This design comes from an exercise in tuning for small area, a short achievable clock period and few clock cycles on the open sky130 flow, not from production work.
Only simulation tests tie the RTL to the original design; equivalence was not proved.
Power and IR drop assume default switching activity.

run R:
// cmp_coder
module cmp_coder (
    input  wire        clk,
    input  wire        rst,
    input  wire        in_valid,
    output wire        in_ready,
    input  wire [15:0] in_x,
    input  wire [15:0] in_nb,
    input  wire [8:0]  cfg_nwords,
    input  wire [2:0]  cfg_avg,
    input  wire [3:0]  cfg_k,
    input  wire [7:0]  cfg_a,
    input  wire [7:0]  cfg_b,
    input  wire [7:0]  cfg_c,
    input  wire [9:0]  cfg_neighbour,
    input  wire        cfg_nb_use,
    output reg         out_valid,
    input  wire        out_ready,
    output reg  [31:0] out_data,
    output reg         out_last,
    output wire [23:0] out_bits,
    output wire [8:0]  out_escapes,
    output wire [63:0] out_header,
    output reg         out_coded
);
clock: 15.0 ns
lec_check: 0
abc_area: 1
cap_margin: 20
core_margin: 2
core_utilization: 50
cts_cluster_diameter: 100
cts_cluster_size: 30
slew_margin: 20
standard.sh (not shown) runs the stock make flow with config.mk's settings and CLKGATE_MAP_FILE= SYNTH_SCRIPT=/design/flow/synth_recipe.tcl, a recipe that flattens the netlist after the stock synthesis.
==> flow/flow/run.sh <==
#!/bin/bash
set -euo pipefail
cd "$(dirname "$0")/.."
MARGIN=$(cat flow/margin.txt)
PORTBUF=$(cat flow/portbuf.txt)
bash standard.sh SETUP_SLACK_MARGIN=$MARGIN TNS_END_PERCENT=100 \
  "BUFFER_PORTS_ARGS=-buffer_cell $PORTBUF" finish > flow_make.log 2>&1
==> flow/flow/margin.txt <==
10.5
==> flow/flow/portbuf.txt <==
sky130_fd_sc_hd__buf_2
Testbench counts of run R, summed over its fixed seeds: cycles 24,457.
Inputs modified between run R and run X:
- CORE_UTILIZATION now 40, was 50
Run X: done, clean on timing, DRC and antenna. | final period utilization | higher: run X |. c0[1] as the startpoint of the most critical setup path was reported by run X, and c0[3] by run R. Number of sequential cells in the layout: run R vs run X identical. Between run X and run R, the total track usage is higher for run R. Max peak clock frequency supported by timing across run X and run R: run R. Run X vs run R — routed wire length rose about 0.56%. Between run X and run R, the switching share of power is higher for run R. Comparing run X and run R, clock power is lower on run R.

* * *

sierra:
cmp_coder, a different RTL version from the one above (not shown whole).
Size in the first run: roughly 540 flip-flops, about 220 I/O pins, ~41,000 um^2 of cells after synthesis.
Design cmp_coder, start of the top module:
module cmp_coder (
    input  wire        clk,
    input  wire        rst,
    input  wire        in_valid,
    output wire        in_ready,
    input  wire [15:0] in_x,
    input  wire [15:0] in_nb,
    input  wire [8:0]  cfg_nwords,
    input  wire [2:0]  cfg_avg,
    input  wire [3:0]  cfg_k,
    input  wire [7:0]  cfg_a,
    input  wire [7:0]  cfg_b,
    input  wire [7:0]  cfg_c,
    input  wire [9:0]  cfg_neighbour,
    input  wire        cfg_nb_use,
    output reg         out_valid,
    input  wire        out_ready,
    output reg  [31:0] out_data,
    output reg         out_last,
    output wire [23:0] out_bits,
    output wire [8:0]  out_escapes,
    output wire [63:0] out_header,
    output reg         out_coded
);
    function [15:0] wmask;
        input [2:0] avg;
        case (avg)
            3'd0: wmask = 16'h0FFF;
            3'd1: wmask = 16'h1FFF;
            3'd2: wmask = 16'h3FFF;
            3'd3: wmask = 16'h7FFF;
            default: wmask = 16'hFFFF;
        endcase
    endfunction
    function [11:0] benc;
        input [7:0] k;
        integer j;
        reg b2, b1, b0;
  ...
export LEC_CHECK = 0
export ABC_AREA = 1
export CAP_MARGIN = 20
export CORE_MARGIN = 2
export CORE_UTILIZATION = 40
export CTS_CLUSTER_DIAMETER = 100
export CTS_CLUSTER_SIZE = 30
export SLEW_MARGIN = 20
create_clock -name core_clock -period 15.0 [get_ports {clk}]
==> flow/flow/portbuf.txt <==
sky130_fd_sc_hd__buf_1
Scripts as last shown in full above: flow/flow/run.sh, flow/flow/margin.txt
Looking at the reports, sierra completed the entire flow and the layout it produced met the timing, DRC and antenna checks.
Testbench counts of sierra, summed over its fixed seeds: cycles 24,457.
Edits applied to the flow inputs when going from sierra to juniper:
==> flow/flow/margin.txt <==
10.3
==> flow/flow/portbuf.txt <==
sky130_fd_sc_hd__buf_2
Findings:
- The higher pre-CTS setup slack came out of juniper.
- Between sierra and juniper, post-CTS setup buffer count decreased.
- From sierra to juniper the numbers moved as follows: leakage component of the power has increased; post-cts resize count has decreased; final cell count has decreased; clock-cell share of area has decreased; sequential power has remained practically unchanged.
- Total number of vias came out lower on juniper than on sierra.
- The total placed cells including tap cells of sierra and that of juniper are within noise of each other.
- sierra has higher utilization than juniper.
- On routed wire length, sierra and juniper are neck and neck.
#### Input delta (indigo over juniper)
# juniper
export LEC_CHECK = 0
export ABC_AREA = 1
export CAP_MARGIN = 20
export CORE_MARGIN = 2
export CORE_UTILIZATION = 40
export CTS_CLUSTER_DIAMETER = 100
export CTS_CLUSTER_SIZE = 30
export SLEW_MARGIN = 20
create_clock -name core_clock -period 15.0 [get_ports {clk}]
# indigo
export LEC_CHECK = 0
export ABC_AREA = 1
export CAP_MARGIN = 20
export CORE_MARGIN = 2
export CORE_UTILIZATION = 50
export CTS_CLUSTER_DIAMETER = 100
export CTS_CLUSTER_SIZE = 30
export SLEW_MARGIN = 20
create_clock -name core_clock -period 15.0 [get_ports {clk}]
==> flow/flow/margin.txt <==
10.5
==> comparison <==
indigo — smallest setup slack after layout 0.16 ns higher, juniper as reference
indigo vs. juniper: total internal power barely changed, final critical-path required period dropped 0.16 ns, die area dropped 21,000 um^2, maximum single-stage delay on the critical path barely changed.
Compared with juniper, indigo ends up with more cell area.
indigo: all stages complete, timing, DRC and antenna checks passed
Comparing juniper and indigo, the lower total power was measured on indigo.
Edits applied to the flow inputs when going from indigo to lagoon:
# indigo
export LEC_CHECK = 0
export ABC_AREA = 1
export CAP_MARGIN = 20
export CORE_MARGIN = 2
export CORE_UTILIZATION = 50
export CTS_CLUSTER_DIAMETER = 100
export CTS_CLUSTER_SIZE = 30
export SLEW_MARGIN = 20
create_clock -name core_clock -period 15.0 [get_ports {clk}]
# lagoon
export LEC_CHECK = 0
export ABC_AREA = 1
export CAP_MARGIN = 20
export CORE_MARGIN = 2
export CORE_UTILIZATION = 40
export CTS_CLUSTER_DIAMETER = 100
export CTS_CLUSTER_SIZE = 30
export SLEW_MARGIN = 20
create_clock -name core_clock -period 15.0 [get_ports {clk}]
Findings:
- Timing, DRC, antenna: 0 failures across indigo and lagoon
- Looking at wire length of the first global-routing pass across indigo and lagoon, the one that comes out higher is indigo.
- Worst max-slew margin expressed relative to the limit: higher on indigo
- Mean instance size in the synthesized netlist: indigo vs lagoon — no meaningful difference
- Of indigo and lagoon, the higher number of buffers created by CTS belongs to lagoon.
- Diff indigo..lagoon | share of cell area taken by muxes after synthesis | unchanged
- Taking indigo as the reference, in lagoon worst clock skew on the final layout went up, area of the core region went up.
- lagoon against indigo: wire length the detailed router placed on met1 fell by about 4%; cell area went up about 0.4%; sequential share of layout area barely changed; routed via count level.

* * *

cmp_coder, a different RTL version from the one above (not shown whole).
For scale: ~4800 cells after synthesis, ~530 flip-flops, about 220 I/O pins.
==> flow/design.v (excerpt) <==
module cmp_coder (
    input  wire        clk,
    input  wire        rst,
    input  wire        in_valid,
    output wire        in_ready,
    input  wire [15:0] in_x,
    input  wire [15:0] in_nb,
    input  wire [8:0]  cfg_nwords,
    input  wire [2:0]  cfg_avg,
    input  wire [3:0]  cfg_k,
    input  wire [7:0]  cfg_a,
    input  wire [7:0]  cfg_b,
    input  wire [7:0]  cfg_c,
    input  wire [9:0]  cfg_neighbour,
    input  wire        cfg_nb_use,
    output reg         out_valid,
    input  wire        out_ready,
    output reg  [31:0] out_data,
    output reg         out_last,
    output wire [23:0] out_bits,
    output wire [8:0]  out_escapes,
    output wire [63:0] out_header,
    output reg         out_coded
);
    function [15:0] wmask;
        input [2:0] avg;
        case (avg)
            3'd0: wmask = 16'h0FFF;
            3'd1: wmask = 16'h1FFF;
            3'd2: wmask = 16'h3FFF;
            3'd3: wmask = 16'h7FFF;
            default: wmask = 16'hFFFF;
        endcase
    endfunction
    reg  adv;         
    reg  adv0;        
    reg  adv0_o;      
    reg        v0, first0, last0;
    reg [15:0] x0, nb0;
    reg [7:0]  a0, b0, c0;
    reg [3:0]  k0;
    reg [2:0]  avg0;
    reg [9:0]  nbr0;
    reg [8:0]  n0;
    reg [8:0]  left;           
    reg [15:0] hx2;            
    reg        lastpend;
    assign in_ready = adv0_o;
    wire in_fire  = in_valid && adv0 && !rst;
    wire [15:0] imask  = wmask(cfg_avg);
    wire        ifirst = (left == 9'd0);
    wire        ilast  = ifirst ? (cfg_nwords == 9'd1) : (left == 9'd1);
    always @(posedge clk) begin
        if (rst) begin
            v0  <= 1'b0;
            left <= 9'd0;
        end else if (in_fire) begin
            v0  <= 1'b1;
            left <= ifirst ? cfg_nwords - 9'd1 : left - 9'd1;
        end else if (adv0) begin
            v0  <= 1'b0;
        end
        if (adv0) begin
            x0     <= in_x & imask;
            nb0    <= cfg_nb_use ? (in_nb & imask) : 16'd0;
            a0     <= cfg_a;
            b0     <= cfg_b;
  ...
clock: 15.0 ns
lec_check: 0
abc_area: 1
cap_margin: 20
core_margin: 2
core_utilization: 40
cts_cluster_diameter: 100
cts_cluster_size: 30
slew_margin: 20
==> flow/flow/margin.txt <==
10.8
==> flow/flow/portbuf.txt <==
sky130_fd_sc_hd__buf_2
Scripts as last shown in full above: flow/flow/run.sh
Testbench counts at the start, summed over its fixed seeds: cycles 24,457.
Rerun with:
==> flow/flow/margin.txt (replaced) <==
10.5
After rerunning: The changed run completed without violations. Utilization is lower by 1.3 points. Worst hold slack improved by 0.021 ns. Non-clock buffer count is lower by 36. Design area is lower by 2.9%. First-iteration DRC count is higher by 3.0%. Setup slack got worse by 0.057 ns. Area after synthesis is unchanged. Clock skew is lower by 0.0085 ns.

## static timing again, ports no longer ideal
How much do the figures lean on ideal ports? The routed layouts below were timed once more, with nothing changed but the port constraints. Step 1 assumes that a clkbuf_16 drives the clock port and a buf_2 every other input. Step 2, shift: input delay + t, output delay - t, t = (earliest + latest rising clock arrival at the registers) / 2. This alone moves slack from input paths to output paths. Three values: ideal, step 1, step 2; two values: the first two.
| run | t, ns | slack for setup (ns) | slew at the worst register clock pin (ns) |
|---|---|---|---|
| run R | 0.713 | 10.621 / 10.599 / 10.253 | 0.12 / 0.12 |
| run X | 0.673 | 10.593 / 10.593 / 10.176 | 0.11 / 0.11 |
| sierra | 0.723 | 10.517 / 10.517 / 10.300 | 0.12 / 0.12 |
| juniper | 0.716 | 10.408 / 10.408 / 10.273 | 0.12 / 0.12 |
| indigo | 0.702 | 10.568 / 10.519 / 10.161 | 0.12 / 0.12 |
| lagoon | 0.714 | 10.592 / 10.527 / 10.287 | 0.12 / 0.12 |
| the first run of note 3 | 0.696 | 10.587 / 10.587 / 10.259 | 0.12 / 0.12 |
| the second run of note 3 | 0.737 | 10.531 / 10.531 / 10.004 | 0.12 / 0.12 |
After both steps every run listed still meets setup and hold. The setup slack of the second run of note 3, which loses most, moves by 0.000 ns with the drivers and by -0.527 ns with both steps.
